Source: an optimization exercise on an open RTL-to-GDS flow (aim: small area, a short achievable clock period and few clock cycles). Production flows keep margins and buffers that such runs may drop.
The RTL of this run was laid out without a check of its function.
Power and IR drop assume default switching activity.

**config.mk**
```make
export PLATFORM = sky130hd
export DESIGN_NAME = flush_cvt
export DESIGN_NICKNAME = flush_cvt
export VERILOG_FILES = /design/flow/design.v
export SDC_FILE = /design/flow/constraint.sdc
export NUM_CORES = 4
export LEC_CHECK = 0
export CAP_MARGIN = 20
export CORE_MARGIN = 2
export CORE_UTILIZATION = 35
export PLACE_DENSITY = 0.5
export SLEW_MARGIN = 20
```
**constraint.sdc**
```tcl
create_clock -name core_clock -period 34.0 [get_ports {clk}]
set_input_delay 6.8000 -clock core_clock [delete_from_list [all_inputs] [get_ports {clk}]]
set_output_delay 6.8000 -clock core_clock [all_outputs]
set_load 0.01 [all_outputs]
```
**design.v**
```verilog
module flush_cvt_penc #(parameter LG = 7, parameter MSB = 1) (
    input  wire [(1<<LG)-1:0] v,
    output wire [LG-1:0]      pos,
    output wire               any
);
    genvar l, i;
    generate
        for (l = 1; l <= LG; l = l + 1) begin : lv
            wire [(1<<(LG-l))-1:0]   vv;
            wire [(1<<(LG-l))*l-1:0] pp;
            for (i = 0; i < (1 << (LG - l)); i = i + 1) begin : nd
                if (l == 1) begin : leaf
                    assign vv[i] = v[2*i+1] | v[2*i];
                    assign pp[i] = MSB ? v[2*i+1] : ~v[2*i];
                end else begin : node
                    wire vh = lv[l-1].vv[2*i+1];
                    wire vl = lv[l-1].vv[2*i];
                    wire [l-2:0] ph = lv[l-1].pp[(2*i+1)*(l-1) +: (l-1)];
                    wire [l-2:0] pl = lv[l-1].pp[(2*i)*(l-1) +: (l-1)];
                    assign vv[i] = vh | vl;
                    if (MSB) begin : hi
                        assign pp[i*l +: l] = vh ? {1'b1, ph} : {1'b0, pl};
                    end else begin : lo
                        assign pp[i*l +: l] = vl ? {1'b0, pl} : {1'b1, ph};
                    end
                end
            end
        end
    endgenerate
    assign pos = lv[LG].pp;
    assign any = lv[LG].vv[0];
endmodule
module flush_cvt_fmt (
    input  wire [3:0]        fmt,
    output reg               is_int,
    output reg               known,
    output reg  [4:0]        pm1,       
    output reg  signed [7:0] emin,
    output reg  [7:0]        ebmax,     
    output reg  [2:0]        wsel       
);
    always @* begin
        is_int = 1'b0; known = 1'b1; pm1 = 5'd0; emin = 8'sd0; ebmax = 8'd0; wsel = 3'd0;
        case (fmt)
            4'h0: begin is_int = 1'b1; wsel = 3'd0; end
            4'h1: begin is_int = 1'b1; wsel = 3'd2; end
            4'h2: begin is_int = 1'b1; wsel = 3'd4; end
            4'h3: begin pm1 = 5'd3;  emin = -8'sd6;   ebmax = 8'd15;  wsel = 3'd2; end
            4'h4: begin pm1 = 5'd2;  emin = -8'sd14;  ebmax = 8'd30;  wsel = 3'd2; end
            4'h5: begin pm1 = 5'd3;  emin = 8'sd0;    ebmax = 8'd3;   wsel = 3'd1; end
            4'h6: begin pm1 = 5'd2;  emin = -8'sd2;   ebmax = 8'd7;   wsel = 3'd1; end
            4'hD: begin pm1 = 5'd10; emin = -8'sd14;  ebmax = 8'd30;  wsel = 3'd3; end
            4'hE: begin pm1 = 5'd7;  emin = -8'sd126; ebmax = 8'd254; wsel = 3'd3; end
            4'hF: begin pm1 = 5'd23; emin = -8'sd126; ebmax = 8'd254; wsel = 3'd4; end
            default: known = 1'b0;
        endcase
    end
endmodule
module flush_cvt_cout (
    input  wire [31:0] a,
    input  wire [31:0] b,
    input  wire        ci,
    output wire        co
);
    wire [31:0] g0 = (a & b) | {31'd0, (a[0] | b[0]) & ci};
    wire [31:0] p0 = a | b;
    genvar l, i;
    generate
        for (l = 1; l <= 5; l = l + 1) begin : lv
            wire [(32>>l)-1:0] g, p;
            for (i = 0; i < (32 >> l); i = i + 1) begin : nd
                if (l == 1) begin : leaf
                    assign g[i] = g0[2*i+1] | (p0[2*i+1] & g0[2*i]);
                    assign p[i] = p0[2*i+1] & p0[2*i];
                end else begin : node
                    assign g[i] = lv[l-1].g[2*i+1] | (lv[l-1].p[2*i+1] & lv[l-1].g[2*i]);
                    assign p[i] = lv[l-1].p[2*i+1] & lv[l-1].p[2*i];
                end
            end
        end
    endgenerate
    assign co = lv[5].g[0];
endmodule
module flush_cvt_inc (
    input  wire [31:0] a,
    input  wire        ci,
    output wire [31:0] s
);
    wire [32:0] t0 = {a, ci};            
    genvar l, i;
    generate
        for (l = 0; l < 6; l = l + 1) begin : lv
            wire [32:0] pa;              
            for (i = 0; i < 33; i = i + 1) begin : nd
                if (l == 0) begin : first
                    if (i % 2 == 1) begin : odd
                        assign pa[i] = t0[i] & t0[i-1];
                    end else begin : even
                        assign pa[i] = t0[i];
                    end
                end else begin : rest
                    if ((i >> l) % 2 == 1) begin : hi
                        assign pa[i] = lv[l-1].pa[i] & lv[l-1].pa[((i >> l) << l) - 1];
                    end else begin : keep
                        assign pa[i] = lv[l-1].pa[i];
                    end
                end
            end
        end
    endgenerate
    assign s = a ^ lv[5].pa[31:0];
endmodule
module flush_cvt_s1 (
    input  wire [95:0] acc,
    input  wire [7:0]  level,
    input  wire [3:0]  fmt,
    output wire [63:0] win,        
    output wire        neg,
    output wire        zero,       
    output wire        sticky,     
    output wire        hix,        
    output wire [8:0]  zexp        
);
    wire               is_int, known;
    wire [4:0]         pm1;
    wire signed [7:0]  emin;
    wire [7:0]         ebmax;
    wire [2:0]         wsel;
    flush_cvt_fmt u_fmt (.fmt(fmt), .is_int(is_int), .known(known), .pm1(pm1),
                         .emin(emin), .ebmax(ebmax), .wsel(wsel));
    assign neg = acc[95];
    wire [6:0] q;
    wire       nz;
    wire [95:0] dv = {acc[95:1] ^ acc[94:0], acc[0]};
    flush_cvt_penc #(.LG(7), .MSB(1)) u_lead (.v({32'd0, dv}), .pos(q), .any(nz));
    assign zero = ~nz;
    wire signed [9:0] lvl  = {{2{level[7]}}, level};
    wire signed [9:0] pms  = {5'd0, pm1};
    wire signed [9:0] ems  = {{2{emin[7]}}, emin};
    wire signed [9:0] nthr   = 10'sd49 + ems - lvl;
    wire              nt_le0 = nthr[9] | (nthr == 10'sd0);
    wire              nt_big = ~nthr[9] & (nthr > 10'sd127);
    wire              normal = nt_le0 | (~nt_big & (q >= nthr[6:0]));
    wire signed [9:0] hthr   = 10'sd81 - lvl;
    wire              ht_le0 = hthr[9] | (hthr == 10'sd0);
    wire              ht_big = ~hthr[9] & (hthr > 10'sd127);
    assign hix = ht_le0 | (~ht_big & (q >= hthr[6:0]));
    wire signed [9:0] s_ls   = is_int ? (10'sd80 - lvl) : (10'sd80 - lvl + ems - pms);
    wire [7:0]        s_lc   = (s_ls < 10'sd0) ? 8'd0 : (s_ls > 10'sd160) ? 8'd160 : s_ls[7:0];
    wire [6:0]        k_fmt  = 7'd31 - {2'd0, pm1};
    wire [7:0]        s_nrm  = {1'b0, q} + {1'b0, k_fmt};
    wire [7:0]        s      = (is_int | ~normal) ? s_lc : s_nrm;
    wire [318:0] t0 = {{159{neg}}, acc, 64'd0};
    wire [190:0] t7 = s[7] ? t0[128 +: 191] : t0[0 +: 191];
    wire [126:0] t6 = s[6] ? t7[64 +: 127]  : t7[0 +: 127];
    wire [94:0]  t5 = s[5] ? t6[32 +: 95]   : t6[0 +: 95];
    wire [78:0]  t4 = s[4] ? t5[16 +: 79]   : t5[0 +: 79];
    wire [70:0]  t3 = s[3] ? t4[8 +: 71]    : t4[0 +: 71];
    wire [66:0]  t2 = s[2] ? t3[4 +: 67]    : t3[0 +: 67];
    wire [64:0]  t1 = s[1] ? t2[2 +: 65]    : t2[0 +: 65];
    assign win      = s[0] ? t1[1 +: 64]    : t1[0 +: 64];
    wire d7 = s[7] & (|acc[63:0]);
    wire d6 = s[6] & (|t7[63:0]);
    wire d5 = s[5] & (|t6[31:0]);
    wire d4 = s[4] & (|t5[15:0]);
    wire d3 = s[3] & (|t4[7:0]);
    wire d2 = s[2] & (|t3[3:0]);
    wire d1 = s[1] & (|t2[1:0]);
    wire d0 = s[0] & t1[0];
    assign sticky = d7 | d6 | d5 | d4 | d3 | d2 | d1 | d0;
    wire signed [9:0] zoff = lvl - 10'sd48 - ems;
    wire signed [9:0] zb   = {3'd0, q} + zoff;
    assign zexp = normal ? zb[8:0] : 9'd0;
endmodule
module flush_cvt_s2 (
    input  wire [63:0] win,
    input  wire        neg,
    input  wire        zero,
    input  wire        sticky,
    input  wire        hix,
    input  wire [8:0]  zexp,
    input  wire [1:0]  tag,
    input  wire [3:0]  fmt,
    input  wire        sr,
    input  wire [31:0] rnd,
    output reg  [31:0] data,
    output reg         overflow
);
    localparam [1:0] PINF = 2'd1, NINF = 2'd2, NAN = 2'd3;
    wire               is_int, known;
    wire [4:0]         pm1;
    wire signed [7:0]  emin;
    wire [7:0]         ebmax;
    wire [2:0]         wsel;
    flush_cvt_fmt u_fmt (.fmt(fmt), .is_int(is_int), .known(known), .pm1(pm1),
                         .emin(emin), .ebmax(ebmax), .wsel(wsel));
    wire [63:0] xw = win ^ {64{neg}};       
    wire [31:0] n = xw[63:32];
    wire [31:0] f = xw[31:0];
    wire        c = neg & ~sticky;          
    wire        inc_sr;
    flush_cvt_cout u_cout (.a(f), .b(rnd), .ci(c), .co(inc_sr));
    wire        f_lo1  = &f[30:0];
    wire        f_lo0  = ~|f[30:0];
    wire        inc_rn = c ? (f[31] | (f_lo1 & n[0]))
                           : (f[31] & (~f_lo0 | sticky | n[0]));
    wire        inc    = sr ? inc_sr : inc_rn;
    reg  [31:0] enc_pinf, enc_ninf, enc_nan, maxenc, signbit, wmask;
    reg         ovf_pinf, ovf_nan;
    always @* begin
        enc_pinf = 32'd0; enc_ninf = 32'd0; enc_nan = 32'd0; maxenc = 32'd0; signbit = 32'd0;
        ovf_pinf = 1'b1; ovf_nan = 1'b1;
        case (fmt)
            4'h0: begin enc_pinf = 32'h7; enc_ninf = 32'h8; end
            4'h1: begin enc_pinf = 32'h7F; enc_ninf = 32'h80; end
            4'h2: begin enc_pinf = 32'h7FFF_FFFF; enc_ninf = 32'h8000_0000; end
            4'h3: begin enc_pinf = 32'h7E; enc_ninf = 32'hFE; enc_nan = 32'h7F; ovf_nan = 1'b0;
                        maxenc = 32'h7E; signbit = 32'h80; end
            4'h4: begin enc_pinf = 32'h7C; enc_ninf = 32'hFC; enc_nan = 32'h7E;
                        ovf_pinf = 1'b0; ovf_nan = 1'b0; maxenc = 32'h7B; signbit = 32'h80; end
            4'h5: begin enc_pinf = 32'h1F; enc_ninf = 32'h3F; maxenc = 32'h1F; signbit = 32'h20; end
            4'h6: begin enc_pinf = 32'h1F; enc_ninf = 32'h3F; maxenc = 32'h1F; signbit = 32'h20; end
            4'hD: begin enc_pinf = 32'h7C00; enc_ninf = 32'hFC00; enc_nan = 32'h7E00;
                        ovf_pinf = 1'b0; ovf_nan = 1'b0; maxenc = 32'h7BFF; signbit = 32'h8000; end
            4'hE: begin enc_pinf = 32'h7F80; enc_ninf = 32'hFF80; enc_nan = 32'h7FC0;
                        ovf_pinf = 1'b0; ovf_nan = 1'b0; maxenc = 32'h7F7F; signbit = 32'h8000; end
            4'hF: begin enc_pinf = 32'h7F80_0000; enc_ninf = 32'hFF80_0000; enc_nan = 32'h7FC0_0000;
                        ovf_pinf = 1'b0; ovf_nan = 1'b0; maxenc = 32'h7F7F_FFFF; signbit = 32'h8000_0000; end
            default: ;
        endcase
        case (wsel)
            3'd0:    wmask = 32'h0000_000F;
            3'd1:    wmask = 32'h0000_003F;
            3'd2:    wmask = 32'h0000_00FF;
            3'd3:    wmask = 32'h0000_FFFF;
            default: wmask = 32'hFFFF_FFFF;
        endcase
    end
    wire [31:0] mmask = ~(32'hFFFF_FFFF << pm1);
    wire [31:0] mant  = n & mmask;
    wire [31:0] zenc  = ({23'd0, zexp} << pm1) | mant;
    wire        e_top = (zexp == {1'b0, ebmax});
    wire        m_one = (mant == mmask);
    wire        m_big = (fmt == 4'h3) && (mant[2:0] == 3'b111);    
    wire        m_max = (fmt == 4'h3) ? (mant[2:0] == 3'b110) : m_one;
    wire        fovf  = (zexp > {1'b0, ebmax}) | (e_top & (m_big | (m_max & inc)));
    reg  [2:0]  iw;           
    always @* begin
        case (fmt)
            4'h0:    iw = 3'b001;
            4'h1:    iw = 3'b010;
            default: iw = 3'b100;
        endcase
    end
    wire up_p  = iw[0] ? (|n[31:3])  : iw[1] ? (|n[31:7])  : n[31];    
    wire up_n  = iw[0] ? (|n[31:4])  : iw[1] ? (|n[31:8])  : 1'b0;     
    wire top_n = iw[0] ? n[3]        : iw[1] ? n[7]        : n[31];    
    wire lo1   = iw[0] ? (&n[2:0])   : iw[1] ? (&n[6:0])   : (&n[30:0]);
    wire lo0   = iw[0] ? ~(|n[2:0])  : iw[1] ? ~(|n[6:0])  : ~(|n[30:0]);
    wire iovf  = hix | (neg ? (up_n | (top_n & (~lo0 | inc)))
                            : (up_p | (lo1 & inc)));
    wire [31:0] add_a = is_int ? win[63:32] : zenc;
    wire        add_c = is_int ? (inc ^ neg) : inc;
    wire [31:0] sum;
    flush_cvt_inc u_inc (.a(add_a), .ci(add_c), .s(sum));
    always @* begin
        data     = 32'd0;
        overflow = 1'b0;
        if (!known) begin
            data     = 32'd0;
            overflow = 1'b0;
        end else if (tag == PINF) begin
            data     = enc_pinf;
            overflow = ovf_pinf;
        end else if (tag == NINF) begin
            data     = enc_ninf;
            overflow = ovf_pinf;
        end else if (tag == NAN) begin
            data     = enc_nan;
            overflow = ovf_nan;
        end else if (zero) begin
            data     = 32'd0;
        end else if (is_int) begin
            data     = iovf ? (neg ? enc_ninf : enc_pinf) : (sum & wmask);
            overflow = iovf;
        end else begin
            data     = (fovf ? maxenc : sum) | (neg ? signbit : 32'd0);
            overflow = fovf;
        end
    end
endmodule
module flush_cvt_core (
    input  wire [95:0] acc,
    input  wire [1:0]  tag,
    input  wire [7:0]  level,
    input  wire [3:0]  fmt,
    input  wire        sr,
    input  wire [31:0] rnd,
    output wire [31:0] data,
    output wire        overflow
);
    wire [63:0] win;
    wire        neg, zero, sticky, hix;
    wire [8:0]  zexp;
    flush_cvt_s1 u_s1 (.acc(acc), .level(level), .fmt(fmt), .win(win), .neg(neg),
                       .zero(zero), .sticky(sticky), .hix(hix), .zexp(zexp));
    flush_cvt_s2 u_s2 (.win(win), .neg(neg), .zero(zero), .sticky(sticky), .hix(hix),
                       .zexp(zexp), .tag(tag), .fmt(fmt), .sr(sr), .rnd(rnd),
                       .data(data), .overflow(overflow));
endmodule
module flush_cvt (
    input  wire        clk,
    input  wire        rst,
    input  wire        in_valid,
    output wire        in_ready,
    input  wire [95:0] in_acc,
    input  wire [1:0]  in_tag,
    input  wire [7:0]  in_level,
    input  wire [3:0]  in_fmt,
    input  wire        in_sr,
    input  wire [31:0] in_rand,
    output reg         out_valid,
    output reg  [31:0] out_data,
    output reg         out_overflow
);
    assign in_ready = 1'b1;
    reg        v1;
    reg [95:0] acc1;
    reg [1:0]  tag1;
    reg [7:0]  level1;
    reg [3:0]  fmt1;
    reg        sr1;
    reg [31:0] rnd1;
    always @(posedge clk) begin
        if (rst) v1 <= 1'b0;
        else     v1 <= in_valid;
        acc1   <= in_acc;
        tag1   <= in_tag;
        level1 <= in_level;
        fmt1   <= in_fmt;
        sr1    <= in_sr;
        rnd1   <= in_rand;
    end
    wire [63:0] win;
    wire        neg, zero, sticky, hix;
    wire [8:0]  zexp;
    flush_cvt_s1 u_s1 (.acc(acc1), .level(level1), .fmt(fmt1), .win(win), .neg(neg),
                       .zero(zero), .sticky(sticky), .hix(hix), .zexp(zexp));
    reg        v2;
    reg [63:0] win2;
    reg        neg2, zero2, sticky2, hix2;
    reg [8:0]  zexp2;
    reg [1:0]  tag2;
    reg [3:0]  fmt2;
    reg        sr2;
    reg [31:0] rnd2;
    always @(posedge clk) begin
        if (rst) v2 <= 1'b0;
        else     v2 <= v1;
        win2    <= win;
        neg2    <= neg;
        zero2   <= zero;
        sticky2 <= sticky;
        hix2    <= hix;
        zexp2   <= zexp;
        tag2    <= tag1;
        fmt2    <= fmt1;
        sr2     <= sr1;
        rnd2    <= rnd1;
    end
    wire [31:0] data;
    wire        overflow;
    flush_cvt_s2 u_s2 (.win(win2), .neg(neg2), .zero(zero2), .sticky(sticky2), .hix(hix2),
                       .zexp(zexp2), .tag(tag2), .fmt(fmt2), .sr(sr2), .rnd(rnd2),
                       .data(data), .overflow(overflow));
    always @(posedge clk) begin
        if (rst) out_valid <= 1'b0;
        else     out_valid <= v2;
        out_data     <= data;
        out_overflow <= overflow;
    end
endmodule
```
**flow/run.sh**
```bash
#!/bin/bash
# Standard layout with two changes:
#  - synthesis maps with flow/area.abc (ABC's &nf mapper) instead of ORFS's
#    ABC script; everything else in synthesis is synth_recipe.tcl unchanged;
#  - timing repair aims for slack above the given margin.
set -euo pipefail
HERE=$(pwd)
export MY_ABC_SCRIPT=$HERE/flow/area.abc
export FLOW_SYNTH_TCL=$HERE/synth_recipe.tcl
bash standard.sh finish SYNTH_SCRIPT=$HERE/flow/synth.tcl SETUP_SLACK_MARGIN=25.5 > make.log 2>&1
```
**flow/area.abc**
```
strash
&get -n
&fraig -x
&put
scorr
dc2
strash
&get -n
&dch -f
&nf
&put
```
**flow/synth.tcl**
```tcl
# synth_recipe.tcl, with the liberty mapping done by our ABC script.
proc abc {args} {
  set i [lsearch -exact $args -script]
  if {$i >= 0} { set args [lreplace $args $i [expr {$i + 1}]] }
  set j [lsearch -exact $args -D]
  if {$j >= 0} { set args [lreplace $args $j [expr {$j + 1}]] }
  yosys abc -script $::env(MY_ABC_SCRIPT) {*}$args
}
source $::env(FLOW_SYNTH_TCL)
```
**standard.sh**
```bash
#!/bin/bash
# synth_recipe.tcl (not shown) runs the flow's synth.tcl, then flattens the netlist and writes it again
# the make line also repeats each setting of config.mk as NAME=value (left out here)
make -C /OpenROAD-flow-scripts/flow DESIGN_CONFIG=/design/flow/config.mk WORK_HOME=/design/flow/orfs CLKGATE_MAP_FILE= SYNTH_SCRIPT=/design/flow/synth_recipe.tcl "${@:-finish}"
```
==> impl_metrics.tcl <==
set metrics [dict create \
    port_buffers 179 \
    antenna_found_initial 0 \
    hold_start "rnd1[13]" \
    cts.sinks 343 \
    grt_pass1_vias 20759 \
    final_layout_size_suffix_gt1_frac 0.0606 \
    crit_chain "clkdlybuf4s50_1" \
    powerDensity_mw_per_mm2 88.1 \
    rsz0062_at_grt "yes" \
    seq_area_frac_synth 0.306 \
    dp_hpwl_um 68700 \
    holdWs_ps 325 \
    worstSkewPairLatency_ps 580 \
    cts_buffers 40 \
    holdPathEnd "rnd2[13]" \
    final_nets 3182 \
    synth_top_cell_area_share 0.306 \
    areaGrowthSynthToFinish_pct 22.1 \
    period_share 0.242 \
    clk_pin_slew_ps 60 \
    num_io_pins 181 \
    yosysWarnings 3 \
    critPathKind "flip-flop to output pin" \
    async_flop_share 0 \
    core_area_mm2 0.0633 \
    die_x_um 257 \
    hold_buffers 0 \
    die_h_um 257 \
    clkPwrFrac 0.185 \
    crit_required_ps 27200 \
    p_seq_frac 0.225 \
    via_per_inst 5.68 \
    dieArea_mm2 0.0663 \
    cp_num_buf_inv 1 \
    ys_ff_latch 343 \
    max_stage_delay_ps 540 \
    wl_um 87100 \
    r2r_end "win2[7]" \
    p_leak_nw 11.3 \
    fillers 6339 \
    fin_cells 3781 \
    initial_utilization 0.355 \
    relSlewSlack 0.258 \
    r2r_slack_ps 26110 \
    gp_congestion 0.983 \
    yosysTopAreaCell "dfxtp_1" \
    rows 92 \
    internal_power_mw 1.26 \
    p_sw_mw 1.15 \
    ys_top_cells_by_area "dfxtp_1 31%, mux2i_1 15%, ha_1 6.5%" \
    clockBufferDepth 3 \
    maxSlewViolCount 0 \
    synthFlopType "dfxtp_1" \
    tightest_slew_ps 1110 \
    cts_tree "yes" \
    htreeDepth 2 \
    cp_top_family "buffers and inverters" \
    avgSynthCellArea_um2 8.49 \
    r2r_cells 32 \
    p_comb_frac 0.590 \
    drtPass1Iterations 6 \
    cpMaxStageDelayCell "clkdlybuf4s50_1" \
    crit_fanout 1 \
    synth_edf_count 0 \
    finalHoldViolations 0 \
    cap_violations 0 \
    fmax_mhz 121 \
    endpoint_kind "output pin" \
    ant_nets 0 \
    netlist_area_mm2 0.0225 \
    clock_skew_ps 33.7 \
    postSynthCellCount 2647 \
    place_inst 3705 \
    drt-wirelength-per-cell_um 23.0 \
    antennaDiodeCount 0 \
    gr-total-overflow 0 \
    status "complete, no violations" \
    regToRegStartpoint "acc1[39]" \
    cts_setup_buffers 0 \
    first_iter_violations 1870 \
    hold_path_depth 0 \
    irDropWorstVdd_v 0.0000549 \
    crit_arrival_ps 1440 \
    grt_max_degree 101 \
    period_minus_slack_ps 8240 \
    cp-start-kind "flip-flop" \
    tns_ps 0 \
    setup_viol 0 \
    ys_types 70 \
    grt_pass1_wl_um 131000 \
    cts_root_buf "clkbuf_16" \
    switching_share 0.477 \
    drc_errors 0 \
    grt.total_usage 0.255 \
    synth_fp_nets 2924 \
    min_path_type "flip-flop to flip-flop" \
    via_count 21461 \
]
==> power groups by stage <==
stage	registers (mW)	clock network (mW)	logic (mW)
finish	0.544	0.447	1.43
global route	0.550	0.477	1.54
CTS	0.544	0.460	1.39
detailed placement	0.552	0	1.38
global placement	0.553	0	1.39
floorplan	0.529	0	0.977
==> metal layers <==
layer  share of wire  track usage
met3           0.062       0.0369
met1            0.47        0.370
met5               0            0
met4           0.024       0.0628
met2            0.44        0.394
==> state kept, by name (all words and copies together) (netlist names), 8 cells and up <==
signal,flops
rnd2,32
level1,8
win2,64
out_data,32
acc1,96
u_s2.enc_ninf,9
u_s2.enc_pinf,9
zexp2,9
rnd1,32
==> layout make-up <==
class	instances	area (um^2)	area share
Multi-Input combinational cell	2117	15300	0.558
Timing Repair Buffer	214	2090	0.0762
Tap cell	846	1060	0.0386
Inverter	189	723	0.0264
Sequential cell	343	6890	0.251
Clock inverter	17	240	0.00875
Clock buffer	55	1140	0.0414
==> worst max-delay path by stage <==
stage	depth (start not counted)	from	slack [ps]	end
global route	31	acc1[6]	25490	sticky2
finish	1	out_data[8]	25760	out_data[8]
detailed placement	31	acc1[2]	25380	sticky2
global placement	33	acc1[6]	25450	win2[58]
floorplan	30	acc1[59]	25170	win2[53]
CTS	31	acc1[2]	25590	sticky2
==> cells in the mapped netlist, types with 19 or more instances <==
cell / count
xor2_1: 76
o21ai_0: 150
nand4_1: 36
nand3_1: 47
nor2_1: 222
mux2i_1: 347
dfxtp_1: 343
a22oi_1: 29
nor2b_1: 31
o21a_1: 25
a21o_1: 36
nand2_1: 166
ha_1: 117
nor4_1: 28
a211oi_1: 23
nor3_1: 69
o22ai_1: 36
clkinv_1: 189
a21oi_1: 277
or2_0: 19
xnor2_1: 69
nand2b_1: 27
==> through the flow <==
step	instance area [um^2]	power, mW	setup slack, ps	utilization
floorplan	22800	1.51	25170	-
global placement	25900	1.94	25450	0.410
detailed placement	25900	1.94	25380	0.410
global route	27400	2.57	25490	0.433
CTS	27300	2.40	25590	0.432
finish	27400	2.42	25760	0.433
==> timing repair <==
| item | CTS | global route |
|---|---|---|
| pin swaps | 0 | 1 |
| resized for setup | 3 | 29 |
| setup endpoints to repair | 17 | 67 |
| cloned | 0 | 3 |
==> cells by family (layout without fill, tap and decap cells) <==
logic type / count (synthesis) / after routing / synth area share
DFF: 343 / 343 / 0.306
buffers and inverters: 190 / 475 / 0.0319
adders and majority gates: 131 / 131 / 0.0776
xor gates and xnor gates: 145 / 145 / 0.0565
and+or+nand+nor: 709 / 712 / 0.150
AOI/OAI and AO/OA: 760 / 760 / 0.211
muxes: 368 / 368 / 0.168
other: 1 / 1 / 0.000167
==> placed cells by master, fill, tap and decap left out, types with 17 or more instances in the layout <==
cell type and instances:
buf_4 29, o21ai_0 140, clkbuf_16 40, xnor2_1 69, nor4_1 23, xor2_1 76
nor2_1 219, a31oi_1 17, a21o_1 36, nor2b_1 31, nand4_1 36, o21a_1 24
or2_0 17, a21oi_1 275, clkinv_1 177, nand2_1 164, o22ai_1 34, nor3_1 66
nand2b_1 23, dfxtp_1 330, clkdlybuf4s50_1 179, mux2i_1 347, nand3_1 47, a211oi_1 22
ha_1 109, a22oi_1 29

-- separate check: timing with driven ports --
No port has a modelled driver above. Below, the same layout with a new extraction and two added sets of constraints.
Step 1 assumes that a clkbuf_16 drives the clock port and a buf_2 every other input.
Step 2 also shifts input and output timing later by t, the mid clock arrival at the registers, as if the neighbouring blocks saw the same clock.
a / b / c = no drivers / after step 1 / after step 2; a / b = the first two.
t, ns: 0.622
setup slack, ns: 25.759 / 25.702 / 25.703
latest minus earliest clock arrival (ns): 0.034 / 0.034
worst data-port slew with drivers (ns): 0.05
After both steps this run still meets setup and hold. For this run, drivers alone change the setup slack by -0.057 ns; drivers and shift together by -0.056 ns.
